Background: an optimization exercise with open tools, aiming at small area and a short achievable clock period. Do not read the settings as production practice.
The RTL was checked by simulation tests, not by an equivalence proof against the original design.
Power and IR drop assume default switching activity.

==> design/flow/design.v <==
module xf_add_front (
    input  wire [159:0] a,
    input  wire [159:0] b,
    output wire [127:0] big,
    output wire [127:0] part,     
    output wire [6:0]   n,        
    output wire         lost,     
    output wire [9:0]   g,        
    output wire [1:0]   cls,
    output wire         sat,
    output wire         inex,
    output wire         invalid
);
    localparam K1 = 3;
    wire a_bad = (a[143:137] != 7'h00 && a[143:137] != 7'h7f) ||
                 (a[151:148] != 4'd0) || (a[159:152] != 8'd0);
    wire b_bad = (b[143:137] != 7'h00 && b[143:137] != 7'h7f) ||
                 (b[151:148] != 4'd0) || (b[159:152] != 8'd0);
    wire [1:0] a_cls = a_bad ? 2'd1 : a[145:144];
    wire [1:0] b_cls = b_bad ? 2'd1 : b[145:144];
    wire a_nan = (a_cls == 2'd1);
    wire b_nan = (b_cls == 2'd1);
    wire inf_mix = a_cls[1] & b_cls[1] & (a_cls[0] ^ b_cls[0]);
    wire finite  = (a_cls == 2'd0) & (b_cls == 2'd0);
    assign cls     = (a_nan | b_nan | inf_mix) ? 2'd1 :
                     (a_cls != 2'd0) ? a_cls : b_cls;
    assign invalid = a_bad | b_bad | (inf_mix & ~a_nan & ~b_nan);
    assign sat     = a[146] | b[146];
    assign inex    = a[147] | b[147];
    wire [9:0]  ga = a[137:128];
    wire [9:0]  gb = b[137:128];
    wire [10:0] d_ab = {ga[9], ga} - {gb[9], gb};
    wire [10:0] d_ba = {gb[9], gb} - {ga[9], ga};
    wire        a_ge = ~d_ab[10];
    wire [9:0]  sh   = a_ge ? d_ab[9:0] : d_ba[9:0];
    wire        clamp = |sh[9:7];
    assign n = sh[6:0] | {7{clamp}};
    wire sel_a = finite & a_ge;
    wire sel_b = finite & ~a_ge;
    assign big = ({128{sel_a}} & a[127:0]) | ({128{sel_b}} & b[127:0]);
    wire [127:0] sml = ({128{sel_a}} & b[127:0]) | ({128{sel_b}} & a[127:0]);
    assign g = ({10{sel_a}} & ga) | ({10{sel_b}} & gb);
    wire [127:0] x [0:K1];
    wire [K1:0]  l;
    assign x[0] = sml;
    assign l[0] = clamp & sml[127];
    genvar k;
    generate
        for (k = 0; k < K1; k = k + 1) begin : g_st
            localparam integer S = 64 >> k;
            assign x[k+1] = n[6-k] ? {{S{x[k][127]}}, x[k][127:S]} : x[k];
            assign l[k+1] = l[k] | (n[6-k] & |x[k][S-1:0]);
        end
    endgenerate
    assign part = x[K1];
    assign lost = l[K1];
endmodule
module xf_add_back (
    input  wire [127:0] big,
    input  wire [127:0] part,
    input  wire [6:0]   n,
    input  wire         lost_in,
    output wire [127:0] v,
    output wire         ovf,
    output wire         lost
);
    localparam K1 = 3;
    localparam K2 = 7 - K1;
    wire [127:0] x [0:K2];
    wire [K2:0]  l;
    assign x[0] = part;
    assign l[0] = lost_in;
    genvar k;
    generate
        for (k = 0; k < K2; k = k + 1) begin : g_st
            localparam integer S = 64 >> (k + K1);
            assign x[k+1] = n[6-K1-k] ? {{S{x[k][127]}}, x[k][127:S]} : x[k];
            assign l[k+1] = l[k] | (n[6-K1-k] & |x[k][S-1:0]);
        end
    endgenerate
    assign lost = l[K2];
    wire [128:0] sum = {big[127], big} + {x[K2][127], x[K2]};
    wire ovf_pos = ~sum[128] & sum[127];
    wire ovf_neg = sum[128] & ~sum[127];
    assign ovf = ovf_pos | ovf_neg;
    assign v = {sum[128], (sum[126:0] | {127{ovf_pos}}) & ~{127{ovf_neg}}};
endmodule
module xf_add (
    input  wire         clk,
    input  wire         rst,
    input  wire         in_valid,
    input  wire [159:0] in_a,
    input  wire [159:0] in_b,
    output reg          out_valid,
    output reg  [159:0] out_s,
    output reg  [2:0]   out_flags    
);
    wire [127:0] p1_big, p1_part;
    wire [6:0]   p1_n;
    wire         p1_lost;
    wire [9:0]   p1_g;
    wire [1:0]   p1_cls;
    wire         p1_sat, p1_inex, p1_invalid;
    xf_add_front u_front (
        .a(in_a), .b(in_b),
        .big(p1_big), .part(p1_part), .n(p1_n), .lost(p1_lost),
        .g(p1_g), .cls(p1_cls), .sat(p1_sat), .inex(p1_inex),
        .invalid(p1_invalid)
    );
    reg         s1_valid;
    reg [127:0] s1_big, s1_part;
    reg [6:0]   s1_n;
    reg         s1_lost;
    reg [9:0]   s1_g;
    reg [1:0]   s1_cls;
    reg         s1_sat, s1_inex, s1_invalid;
    always @(posedge clk) begin
        if (rst)
            s1_valid <= 1'b0;
        else
            s1_valid <= in_valid;
        s1_big     <= p1_big;
        s1_part    <= p1_part;
        s1_n       <= p1_n;
        s1_lost    <= p1_lost;
        s1_g       <= p1_g;
        s1_cls     <= p1_cls;
        s1_sat     <= p1_sat;
        s1_inex    <= p1_inex;
        s1_invalid <= p1_invalid;
    end
    wire [127:0] p2_v;
    wire         p2_ovf, p2_lost;
    xf_add_back u_back (
        .big(s1_big), .part(s1_part), .n(s1_n), .lost_in(s1_lost),
        .v(p2_v), .ovf(p2_ovf), .lost(p2_lost)
    );
    always @(posedge clk) begin
        if (rst)
            out_valid <= 1'b0;
        else
            out_valid <= s1_valid;
        out_s     <= {12'd0, s1_inex | p2_lost, s1_sat | p2_ovf, s1_cls,
                      {6{s1_g[9]}}, s1_g, p2_v};
        out_flags <= {s1_invalid, p2_ovf, p2_lost};
    end
endmodule
==> design/flow/run.sh <==
#!/bin/bash
# synth_recipe.tcl (not shown) runs the flow's synth.tcl, then flattens the netlist and writes it again
# the make line also repeats each setting of config.mk as NAME=value (left out here)
make -C /OpenROAD-flow-scripts/flow DESIGN_CONFIG=/design/flow/config.mk WORK_HOME=/design/flow/orfs CLKGATE_MAP_FILE= SYNTH_SCRIPT=/design/flow/synth_recipe.tcl finish
==> design/flow/config.mk <==
export PLATFORM = sky130hd
export DESIGN_NAME = xf_add
export DESIGN_NICKNAME = xf_add
export VERILOG_FILES = /design/flow/design.v
export SDC_FILE = /design/flow/constraint.sdc
export NUM_CORES = 4
export LEC_CHECK = 0
export CAP_MARGIN = 20
export CORE_MARGIN = 2
export CORE_UTILIZATION = 30
export SLEW_MARGIN = 20
==> design/flow/constraint.sdc <==
create_clock -name core_clock -period 12.0 [get_ports {clk}]
set_input_delay 2.4000 -clock core_clock [delete_from_list [all_inputs] [get_ports {clk}]]
set_output_delay 2.4000 -clock core_clock [all_outputs]
set_load 0.01 [all_outputs]
==> qor.tcl, run 1 <==
set qor(rows) 121
set qor(internal-power_mw) 3.43
set qor(synthToLayoutAreaGrowth_pct) 22.4
set qor(route.antenna.remaining_nets) 0
set qor(netlist-cell-type-count) 86
set qor(worstPathCellList) {mux4_2, mux4_2, ha_1, a211oi_1, o21bai_1, o2111ai_1, o31ai_1, nand4_1, a21oi_1, o21ai_1, a31oi_1, a21boi_1, a21oi_2, o21ai_0, a32oi_1, ha_1, clkinv_2, buf_4, a21oi_1}
set qor(yosysSeqAreaShare_pct) 25.8
set qor(cts_tree) {built}
set qor(critPathCaptureType) {register}
set qor(cts.sinks) 423
set qor(place_congestion) 1.00
set qor(cts_setup_buffers) 0
set qor(critPathMaxFanout) 77
set qor(die-width_um) 335
set qor(synthesis.instances) 4066
set qor(worst_path_largest_cell_delay_ns) 0.95
set qor(synth.top_cells.by_area) {dfxtp_1 (26%), mux4_2 (16%), nand2_1 (10%)}
set qor(detail_route.drc_violations) 0
set qor(initial_antenna_violation_count) 6
set qor(drt_pre_antenna_iters) 6
set qor(timing.final.hold_violations) 0
set qor(power_leakage_nw) 15.3
set qor(finalMaxSlewViolations) 0
set qor(dp_slack_ns) 3.55
set qor(grt_use_total_pct) 24.4
set qor(ys_ff_latch) 423
set qor(final_nets) 4786
set qor(core_area_sq_um) 109000
set qor(period_needed_ns) 8.62
set qor(path_buf_inv) 2
set qor(layout.cells.most_common_list) {nand2_1 (880), a21oi_1 (643), clkdlybuf4s50_1 (474), dfxtp_1 (421), mux4_2 (233)}
set qor(yosys_warnings) 3
set qor(root_buffer) {clkbuf_16}
set qor(floorplan.initialDensity_pct) 30.2
set qor(crit_family) {compound AO/OA/AOI/OAI gates}
set qor(critical_path.slowest_cell) {dfxtp_4}
set qor(timing.slew.headroom_pct) 26.0
set qor(pin_count_of_the_biggest_net_entering_global_routing) 159
set qor(final.setup.tns_ns) 0
set qor(fraction_of_synthesis_flops_using_an_asynchronous_set_or_reset_pin_pct) 0
set qor(post_dp_cell_area_sq_um) 38300
set qor(nFillCells) 11200
set qor(vias_per_cell) 5.78
set qor(design_area_sq_um) 40100
set qor(globalRouteOverflowTotal) 0
set qor(finalHoldWorstSlack_ns) 0.325
set qor(dieArea_sq_um) 112000
set qor(synth_area_per_cell_sq_um) 8.07
set qor(synth_area_sq_um) 32800
set qor(synth_top_area_cell) {dfxtp_1}
set qor(clk_pin_slew_worst_paths_ns) 0.06
set qor(ios) 487
set qor(result_of_the_run) {complete, no violations}
set qor(crit_arrival_ns) 9.16
set qor(finalCritPeriodShare_pct) 71.8
set qor(cts_htree_levels) 2
set qor(swShare_pct) 35.8
set qor(worstSkewPairLatency_ns) 0.65
set qor(wire_per_inst_um) 24.9
set qor(postCtsHoldBufs) 0
set qor(share_seq_of_total_power_pct) 32.4
set qor(timing.critical_path.from_type) {register}
set qor(die_height_um) 335
set qor(num_vias) 33300
set qor(worstPathRequired_ns) 12.55
set qor(yosys_most_used_dff) {dfxtp_1}
set qor(skew_ns) 0.0332
set qor(power.share.combinational_pct) 36.8
set qor(setup_slack_ns) 3.38
set qor(multi_input_comb_area_sq_um) 22700
set qor(final-seq-area_sq_um) 8480
set qor(detailed_place_hpwl_um) 114000
set qor(synth_top_area_share_pct) 25.8
set qor(powerDensity_nw_per_um2) 133
set qor(synth_edf_count) 0
set qor(place.port_buffers) 474
set qor(drv_cap) 0
set qor(total_of_cells_resized_after_clock_tree_synthesis) 0
set qor(hp-class) {register to register}
set qor(routed_wl_um) 144000
set qor(achievable-frequency_mhz) 116
set qor(cts_buffers) 51
set qor(final_setup_violating_endpoints) 0
set qor(clock_share_of_power_pct) 30.8
set qor(clockBufferDepth) 3
set qor(max_slew.worst_pin.slew_ns) 1.11
set qor(rsz0062_at_grt) {no}
set qor(path_class) {register to register}
set qor(ir_drop_worst_vdd_mv) 0.0959
set qor(layout_commonest_cell) {nand2_1}
set qor(share_of_post_route_cells_with_drive_strength_above_1_pct) 10.2
set qor(post-place-cells) 5670
set qor(grt_pass1_vias) 31300
set qor(first_pass_grt_wire_length_um) 207000
set qor(power.net_switching_mw) 1.91
set qor(drt_first_iter_violations) 3776
set qor(final_core_utilization_pct) 36.9
set qor(fin_total_pwr_mw) 5.35
set qor(final_cells) 5768
kinds of logic (layout without fill, tap and decap cells):
logic type / Yosys count / in the layout / share of synthesized area (%)
AO/OA/AOI/OAI: 1157 / 1157 / 20.6
XOR/XNOR: 118 / 118 / 3.15
adder cells (fa/ha/maj): 152 / 152 / 5.87
buffers and inverters: 417 / 690 / 5.31
flip-flops: 423 / 423 / 25.8
multiplexers: 367 / 367 / 20.1
other: 1 / 16 / 0.0114
AND/OR/NAND/NOR: 1431 / 1431 / 19.1
cells in the mapped netlist (46+ instances only):
master / n
nand4_1: 73
clkbuf_1: 225
nor4_1: 79
o21ai_0: 155
nor3_1: 73
nand2_1: 882
inv_1: 75
xor2_1: 47
mux2i_1: 122
mux4_2: 233
nor2_1: 161
a21o_1: 62
nand3_1: 50
a21oi_1: 643
xnor2_1: 71
dfxtp_1: 423
ha_1: 149
o21bai_1: 46
metal layers:
layer | global-route usage, % | part of all wire [%] | vias up
li1 | - | - | 15300
met1 | 32.8 | 41 | 16000
met2 | 39.0 | 45 | 1744
met3 | 5.28 | 9.8 | 259
met4 | 7.82 | 3.6 | 8
met5 | 0 | 0.038 | -
area by class of cell:
type	count	area share (%)
clock inverter	31	0.948
antenna	4	0.0249
tap	1414	4.41
sequential	423	21.1
timing repair buffer	520	12.8
inverter	78	0.751
multi-input combinational	3237	56.5
clock buffer	61	3.42
power groups by stage:
stage	sequential (mW)	combinational, mW	clock (mW)
2_1_floorplan	1.70	1.28	0
3_3_place_gp	1.76	1.91	0
3_5_place_dp	1.76	1.93	0
4_1_cts	1.73	1.94	1.69
5_1_grt	1.74	2.10	1.74
6_report	1.73	1.97	1.65
state kept, by name, summed over array words and instances, names as in the netlist:
| register | count |
|---|---|
| out_flags | 3 |
| s1_lost | 1 |
| s1_g | 10 |
| s1_part | 128 |
| s1_valid | 1 |
| s1_cls | 2 |
| out_valid | 1 |
| s1_big | 128 |
| s1_invalid | 1 |
| s1_sat | 1 |
| s1_inex | 1 |
| s1_n | 4 |
| out_s | 142 |
path summary, 6_finish.rpt:
path	startpoint	endpoint	slack, ns	depth (start not counted)
setup / recovery	s1_n[3]	out_s[25]	3.38	19
hold / removal	s1_g[8]	out_s[136]	0.32	0
setup reg to reg	s1_n[3]	out_s[25]	3.38	19
hold reg to reg	s1_g[8]	out_s[136]	0.32	0
==> run 2, diff against run 1 <==
--- a/design/flow/design.v
+++ b/design/flow/design.v
@@ -79,11 +79,53 @@
         end
     endgenerate
     assign lost = l[K2];
-    wire [128:0] sum = {big[127], big} + {x[K2][127], x[K2]};
+    wire [128:0] sum;
+    xf_add_bk u_add (.a(big), .b(x[K2]), .s(sum));
     wire ovf_pos = ~sum[128] & sum[127];
     wire ovf_neg = sum[128] & ~sum[127];
     assign ovf = ovf_pos | ovf_neg;
     assign v = {sum[128], (sum[126:0] | {127{ovf_pos}}) & ~{127{ovf_neg}}};
+endmodule
+module xf_add_bk (
+    input  wire [127:0] a,
+    input  wire [127:0] b,
+    output wire [128:0] s
+);
+  localparam N = 128, L = 7;
+  wire [N-1:0] gu [0:L];
+  wire [N-1:0] pu [0:L];
+  assign gu[0] = a & b;
+  assign pu[0] = a ^ b;
+  genvar l, i;
+  generate
+    for (l = 0; l < L; l = l + 1) begin : up
+      for (i = 0; i < N; i = i + 1) begin : b
+        if ((i + 1) % (2 << l) == 0) begin : n
+          assign gu[l+1][i] = gu[l][i] | (pu[l][i] & gu[l][i - (1 << l)]);
+          assign pu[l+1][i] = pu[l][i] & pu[l][i - (1 << l)];
+        end else begin : t
+          assign gu[l+1][i] = gu[l][i];
+          assign pu[l+1][i] = pu[l][i];
+        end
+      end
+    end
+  endgenerate
+  wire [N-1:0] gd [0:L];
+  assign gd[L] = gu[L];
+  generate
+    for (l = L - 1; l >= 0; l = l - 1) begin : dn
+      for (i = 0; i < N; i = i + 1) begin : b
+        if ((i + 1) % (2 << l) == (1 << l) && i >= (2 << l)) begin : n
+          assign gd[l][i] = gd[l+1][i] | (pu[l][i] & gd[l+1][i - (1 << l)]);
+        end else begin : t
+          assign gd[l][i] = gd[l+1][i];
+        end
+      end
+    end
+  endgenerate
+  wire [N:0] c = {gd[0], 1'b0};
+  assign s[N-1:0] = pu[0] ^ c[N-1:0];
+  assign s[N] = a[N-1] ^ b[N-1] ^ c[N];
 endmodule
 module xf_add (
     input  wire         clk,
--- a/design/flow/config.mk
+++ b/design/flow/config.mk
@@ -7,5 +7,5 @@
 export LEC_CHECK = 0
 export CAP_MARGIN = 20
 export CORE_MARGIN = 2
-export CORE_UTILIZATION = 30
+export CORE_UTILIZATION = 55
 export SLEW_MARGIN = 20
==> run 2 against run 1 <==
Compared with the run above:
- sequential power is 6% lower
- via count down 6.4%
- global-route usage rose by 17 points
- sequential share of layout area grew 2.2 points
- largest power group is now sequential cells
- synthesized cell count down 4.6%
- highest routed layer unchanged
- still clean on timing, DRC and antenna
- combinational power is about 20% lower
==> qor.tcl, run 2 <==
set qor(result_of_the_run) {complete, no violations} ;# unchanged
set qor(achievable-frequency_mhz) 118 ;# was 116 MHz
set qor(core_area_sq_um) 53900 ;# was 109000 sq um
set qor(vias_per_cell) 6.37 ;# was 5.78
set qor(first_pass_grt_wire_length_um) 176000 ;# was 207000 um
set qor(synth.top_cells.by_area) {dfxtp_1 (28%), nand2_1 (13%), a21oi_1 (7.8%)} ;# was dfxtp_1 (26%), mux4_2 (16%), nand2_1 (10%)
set qor(synth_most_common_cell) {nand2_1} ;# unchanged
set qor(timing.critical_path.from_type) {register} ;# unchanged
set qor(clk_pin_slew_worst_paths_ns) 0.06 ;# about the same
set qor(die-width_um) 238 ;# was 335 um
set qor(critPathMaxFanout) 56 ;# was 77
set qor(synth_edf_count) 0 ;# unchanged
set qor(finalMaxSlewViolations) 0 ;# unchanged
set qor(cts_setup_buffers) 0 ;# unchanged
set qor(final_nets) 4694 ;# was 4786
set qor(share_of_post_route_cells_with_drive_strength_above_1_pct) 6.68 ;# was 10.2%
set qor(timing.slew.headroom_pct) 8.47 ;# was 26.0%
set qor(num_vias) 31200 ;# was 33300
set qor(worstPathRequired_ns) 12.45 ;# was 12.55 ns
set qor(layout_commonest_cell) {nand2_1} ;# unchanged
set qor(final.setup.tns_ns) 0 ;# unchanged
set qor(final_setup_violating_endpoints) 0 ;# unchanged
set qor(rsz0062_at_grt) {no} ;# unchanged
set qor(die_height_um) 238 ;# was 335 um
set qor(routed_wl_um) 121000 ;# was 144000 um
set qor(skew_ns) 0.0492 ;# was 0.0332 ns
set qor(synth.top_cells.by_count) {nand2_1 (1002), a21oi_1 (469), dfxtp_1 (423)} ;# was nand2_1 (882), a21oi_1 (643), dfxtp_1 (423)
set qor(crit_arrival_ns) 8.89 ;# was 9.16 ns
set qor(critPathCaptureType) {register} ;# unchanged
set qor(path_class) {register to register} ;# unchanged
set qor(root_buffer) {clkbuf_16} ;# unchanged
set qor(yosysSeqAreaShare_pct) 28.2 ;# was 25.8%
set qor(grt_use_total_pct) 41.7 ;# was 24.4%
set qor(worstSkewPairLatency_ns) 0.62 ;# was 0.65 ns
set qor(synth_top_area_share_pct) 28.2 ;# was 25.8%
set qor(cts_tree) {built} ;# unchanged
set qor(floorplan.initialDensity_pct) 55.7 ;# was 30.2%
set qor(globalRouteOverflowTotal) 0 ;# unchanged
set qor(dieArea_sq_um) 56500 ;# was 112000 sq um
set qor(synth_area_per_cell_sq_um) 7.74 ;# was 8.07 sq um
set qor(cts_htree_levels) 2 ;# unchanged
set qor(synth_area_sq_um) 30000 ;# was 32800 sq um
set qor(largest_register_ff_count) 142 ;# unchanged
set qor(total_of_cells_resized_after_clock_tree_synthesis) 0 ;# unchanged
set qor(synth_top_area_cell) {dfxtp_1} ;# unchanged
set qor(fraction_of_synthesis_flops_using_an_asynchronous_set_or_reset_pin_pct) 0 ;# unchanged
set qor(design_area_sq_um) 36400 ;# was 40100 sq um
set qor(ios) 487 ;# unchanged
set qor(drt_first_iter_violations) 4605 ;# was 3776
set qor(final_core_utilization_pct) 67.6 ;# was 36.9%
set qor(cts_buffers) 47 ;# was 51
set qor(grt_pass1_vias) 28100 ;# was 31300
set qor(clockBufferDepth) 3 ;# unchanged
set qor(power_leakage_nw) 15.7 ;# was 15.3 nW
set qor(powerDensity_nw_per_um2) 130 ;# was 133 nW/um^2
set qor(post_dp_cell_area_sq_um) 34800 ;# was 38300 sq um
set qor(netlist-cell-type-count) 72 ;# was 86
set qor(finalCritPeriodShare_pct) 70.4 ;# was 71.8%
set qor(place_congestion) 1.06 ;# was 1.00
set qor(detail_route.drc_violations) 0 ;# unchanged
set qor(drv_cap) 0 ;# unchanged
set qor(max_slew.worst_pin.slew_ns) 1.37 ;# was 1.11 ns
set qor(final_cells) 4894 ;# was 5768
set qor(pin_count_of_the_biggest_net_entering_global_routing) 199 ;# was 159
set qor(hp-class) {register to register} ;# unchanged
set qor(yosys_most_used_dff) {dfxtp_1} ;# unchanged
set qor(postCtsHoldBufs) 0 ;# unchanged
set qor(route.antenna.remaining_nets) 0 ;# unchanged
set qor(place.port_buffers) 474 ;# unchanged
set qor(top_register) {out_s} ;# unchanged
set qor(synthesis.instances) 3880 ;# was 4066
set qor(post-place-cells) 4804 ;# was 5670
set qor(synthToLayoutAreaGrowth_pct) 21.4 ;# was 22.4%
set qor(drt_pre_antenna_iters) 8 ;# was 6
set qor(period_needed_ns) 8.45 ;# was 8.62 ns
set qor(yosys_warnings) 4 ;# was 3
set qor(rows) 85 ;# was 121
set qor(reg_top3) {out_s x142, s1_big x128, s1_part x128} ;# unchanged
set qor(detailed_place_hpwl_um) 93900 ;# was 114000 um
set qor(layout.cells.most_common_list) {nand2_1 (1001), clkdlybuf4s50_1 (474), a21oi_1 (469), dfxtp_1 (419), nor2_1 (200)} ;# was nand2_1 (880), a21oi_1 (643), clkdlybuf4s50_1 (474), dfxtp_1 (421), mux4_2 (233)
set qor(cts.sinks) 423 ;# unchanged
set qor(wire_per_inst_um) 24.8 ;# was 24.9 um
set qor(timing.final.hold_violations) 0 ;# unchanged
set qor(initial_antenna_violation_count) 20 ;# was 6
set qor(ys_ff_latch) 423 ;# unchanged
set qor(ir_drop_worst_vdd_mv) 0.109 ;# was 0.0959 mV
==> run 2: cell types whose count changed after synthesis, moves of 51 or more <==
cell      delta
clkbuf_1    -51
a31oi_1     +61
a21oi_1    -174
fa_1        +63
mux4_2     -138
nand2_1    +120
==> run 2: final cells by class <==
cell class	count	area [sq um]
Multi-Input combinational cell	3066	20000
Fill cell	4679	17500
Sequential cell	423	8480
Timing Repair Buffer	517	5090
Clock buffer	64	1300
Tap cell	696	871
Inverter	102	385
Clock inverter	22	295
Antenna cell	4	10.0
==> run 2: cells by family (layout without fill, tap and decap cells) <==
group                      Yosys count  count (layout)  synth area share [%]
AOI/OAI and AO/OA                 1015            1015                  20.0
xor gates and xnor gates            72              72                  2.10
adders and majority gates          214             214                  10.6
buffers and inverters              402             705                  5.53
DFF                                423             423                  28.2
muxes                              256             256                  12.6
other                                1              16                0.0125
and+or+nand+nor                   1497            1497                  21.0
==> run 2: metal layers <==
layer / up-vias / global-route usage (%) / wire length [um]
met5: - / 0 / 93
met4: 12 / 16.9 / 5770
met3: 343 / 12.5 / 17700
met2: 2059 / 60.4 / 50000
met1: 14600 / 57.9 / 47600
li1: 14200 / - / -
==> run 2: final timing paths <==
check	from	end	slack, ns	cells after the start
worst max register to register	s1_n[2]	out_s[3]	3.55	26
worst min register to register	s1_g[0]	out_s[128]	0.33	0
worst max-delay path	s1_n[2]	out_s[3]	3.55	26
worst min-delay path	s1_g[0]	out_s[128]	0.33	0
==> run 2: power by group <==
group          switching, mW  total, mW  internal, mW
Sequential            0.0932       1.63          1.54
Clock                  0.633       1.52         0.892
Combinational          0.897       1.57         0.669
Total                   1.62       4.72          3.10
==> run 2: critical path, cell delays in order (launching register included) <==
cell	delay, ns
dfxtp_4	0.80
mux2_2	0.42
nand2_1	0.06
o21ai_0	0.12
mux2_2	0.31
o21ai_0	0.36
inv_1	0.09
ha_1	0.28
a21o_1	0.15
a21oi_1	0.22
o21ai_0	0.30
a41oi_1	0.69
o221ai_1	0.39
nand4_1	0.38
a31oi_1	0.15
a31o_2	0.27
a21o_1	0.22
a31o_2	0.28
nand2_1	0.14
a311oi_1	0.12
fa_1	0.39
xor2_1	0.17
ha_1	0.19
buf_4	0.30
inv_2	0.57
buf_4	0.61
a21oi_1	0.15
==> run 2: stage by stage <==
stage                     power, mW  hold WS (ns)  worst slack (ns)
after floorplan                2.59         0.310              5.49
final                          4.72         0.325              3.55
after CTS                      4.68         0.326              3.74
after global routing           4.91         0.329              3.20
after global placement         3.17         0.310              3.70
after detailed placement       3.18         0.314              3.53

-- separate check: timing with driven ports --
The results above use ideal ports. As a check the final layouts listed here were re-extracted and re-timed, cells and wires unchanged. Step 1 (the two cells are an assumption about what drives the block):
set clk [get_ports {clk}]
set_driving_cell -lib_cell sky130_fd_sc_hd__clkbuf_16 $clk
set_driving_cell -lib_cell sky130_fd_sc_hd__buf_2 [delete_from_list [all_inputs] $clk]
Step 2 moves the port delays by t, midway between the first and last clock arrival at a register: inputs arrive t later, outputs are due t later. That takes back most of the time a late clock gives input paths. Three values: ideal, step 1, step 2; two values: the first two.
| run | t, ns | slack for setup (ns) | hold slack, ns | slew at the worst register clock pin (ns) | cell pins on the clock port's net |
|---|---|---|---|---|---|
| run 1 | 0.698 | 3.381 / 3.381 / 3.381 | 0.325 / 0.325 / 0.325 | 0.07 / 0.07 | 1 |
| run 2 | 0.666 | 3.554 / 3.554 / 3.254 | 0.325 / 0.325 / 0.325 | 0.07 / 0.07 | 1 |
After both steps every run listed still meets setup and hold. The setup slack of run 2, which loses most, moves by 0.000 ns with the drivers and by -0.300 ns with both steps.
